What follows belongs to an exercise in optimizing a design on an open flow for small area, a short achievable clock period and few clock cycles; a production flow would make more cautious choices.
The RTL was checked by simulation tests, not by an equivalence proof against the original design.
No activity file was given, so power comes from the tool's default toggle rates.

Setup of lane 1:
==> flow/design.v (excerpt) <==
module cmp_coder (
    input  wire        clk,
    input  wire        rst,
    input  wire        in_valid,
    output wire        in_ready,
    input  wire [15:0] in_x,
    input  wire [15:0] in_nb,
    input  wire [8:0]  cfg_nwords,
    input  wire [2:0]  cfg_avg,
    input  wire [3:0]  cfg_k,
    input  wire [7:0]  cfg_a,
    input  wire [7:0]  cfg_b,
    input  wire [7:0]  cfg_c,
    input  wire [9:0]  cfg_neighbour,
    input  wire        cfg_nb_use,
    output reg         out_valid,
    input  wire        out_ready,
    output reg  [31:0] out_data,
    output reg         out_last,
    output wire [23:0] out_bits,
    output wire [8:0]  out_escapes,
    output wire [63:0] out_header,
    output reg         out_coded
);
For scale: ~540 flip-flops, ~0.041 mm^2 of cells after synthesis.
Settings: LEC_CHECK=0, ABC_AREA=1, CAP_MARGIN=20, CORE_MARGIN=2, CORE_UTILIZATION=40, CTS_CLUSTER_DIAMETER=100, CTS_CLUSTER_SIZE=30, SLEW_MARGIN=20; clock period 15.0 ns.
standard.sh (not shown) runs the stock make flow with config.mk's settings and CLKGATE_MAP_FILE= SYNTH_SCRIPT=/design/flow/synth_recipe.tcl, a recipe that flattens the netlist after the stock synthesis.
==> flow/flow/run.sh <==
#!/bin/bash
set -euo pipefail
cd "$(dirname "$0")/.."
MARGIN=$(cat flow/margin.txt)
PORTBUF=$(cat flow/portbuf.txt)
bash standard.sh SETUP_SLACK_MARGIN=$MARGIN TNS_END_PERCENT=100 \
  "BUFFER_PORTS_ARGS=-buffer_cell $PORTBUF" finish > flow_make.log 2>&1
==> flow/flow/margin.txt <==
10.5
==> flow/flow/portbuf.txt <==
sky130_fd_sc_hd__buf_2
Testbench counts of lane 1, summed over its fixed seeds: cycles 24,457.
Changes in lane 2 relative to lane 1:
-- flow/design.v --
<<< lane 1, line 63
    reg [8:0]  n0;
    reg [8:0]  left;           
    reg [15:0] hx2;            
    reg        lastpend;
    assign in_ready = adv0_o;
>>> lane 2, line 63
    reg [8:0]  n0;
    reg [8:0]  left;           
    reg [15:0] hx1, hx2;
    reg        lastpend;
    assign in_ready = adv0_o;
<<< lane 1, line 94
        end
        if (adv0 && v0) begin
            hx2 <= first0 ? x0 : x1;
        end
    end
>>> lane 2, line 94
        end
        if (adv0 && v0) begin
            hx1 <= x0;
            hx2 <= first0 ? x0 : hx1;
        end
    end
<<< lane 1, line 127
    generate
        for (gi = 0; gi < 4; gi = gi + 1) begin : g_rows
            assign rw[gi]     = brow(a0, x1, gi, (gi == 0) ? 1'b0 : bneg(a0, gi - 1));
            assign rw[4 + gi] = brow(b0, hx2, gi, (gi == 0) ? 1'b0 : bneg(b0, gi - 1));
            assign rw[8 + gi] = brow(c0, nb0, gi, (gi == 0) ? 1'b0 : bneg(c0, gi - 1));
>>> lane 2, line 128
    generate
        for (gi = 0; gi < 4; gi = gi + 1) begin : g_rows
            assign rw[gi]     = brow(a0, hx1, gi, (gi == 0) ? 1'b0 : bneg(a0, gi - 1));
            assign rw[4 + gi] = brow(b0, hx2, gi, (gi == 0) ? 1'b0 : bneg(b0, gi - 1));
            assign rw[8 + gi] = brow(c0, nb0, gi, (gi == 0) ? 1'b0 : bneg(c0, gi - 1));
<<< lane 1, line 158
    reg [2:0]  avg1;
    always @(posedge clk) begin
        if (adv && adv0 && v0)
            x1 <= x0;
    end
    always @(posedge clk) begin
        if (rst)
            v1 <= 1'b0;
>>> lane 2, line 159
    reg [2:0]  avg1;
    always @(posedge clk) begin
        if (rst)
            v1 <= 1'b0;
<<< lane 1, line 169
            s1s    <= l5a[25:0];
            s1c    <= l5a[51:26];
            k1     <= k0;
            avg1   <= avg0;
>>> lane 2, line 166
            s1s    <= l5a[25:0];
            s1c    <= l5a[51:26];
            x1     <= x0;
            k1     <= k0;
            avg1   <= avg0;
--- outcome ---
Overall power of the completed layout deteriorates in lane 2 relative to lane 1.
Lane 2 reports its endpoint of the most critical setup path as s1s[7]$_DFFE_PP_ while lane 1 reports s1s[8]$_DFFE_PP_.
[compare] base=lane 1 new=lane 2: via count of the first global-routing pass now smaller, area after synthesis comparable, count of cells resized by post-cts repair now smaller.
met1 track demand over resource for lane 2: 1.3 points up relative to lane 1
Lower sequential fraction of design power among lane 1 and lane 2: lane 2
Re slew at the pin with the worst max-slew slack: lane 1 and lane 2 aren't equal, and the higher value belongs to lane 1.
Testbench counts of lane 2, summed over its fixed seeds: cycles 24,457.

==> separate check: timing with driven ports <==
The flow's constraints put no driver on any port. The routed layouts listed below were extracted and timed again, unchanged, in two steps. Step 1 assumes that a clkbuf_16 drives the clock port and a buf_2 every other input. Step 2, shift: input delay + t, output delay - t, t = (earliest + latest rising clock arrival at the registers) / 2. This alone moves slack from input paths to output paths. Slacks: no drivers / after step 1 / after step 2; pairs: no drivers / after step 1.
run	t, ns	setup slack, ns	hold WS [ns]	worst setup path after step 2	pins driven straight from the clock port
lane 1	0.714	10.592 / 10.527 / 10.287	0.423 / 0.423 / 0.423	input to register	1
lane 2	0.698	10.589 / 10.589 / 10.146	0.426 / 0.426 / 0.426	input to register	1
After both steps setup and hold are still met in every run listed. The setup slack of lane 2, which loses most, moves by 0.000 ns with the drivers and by -0.443 ns with both steps.
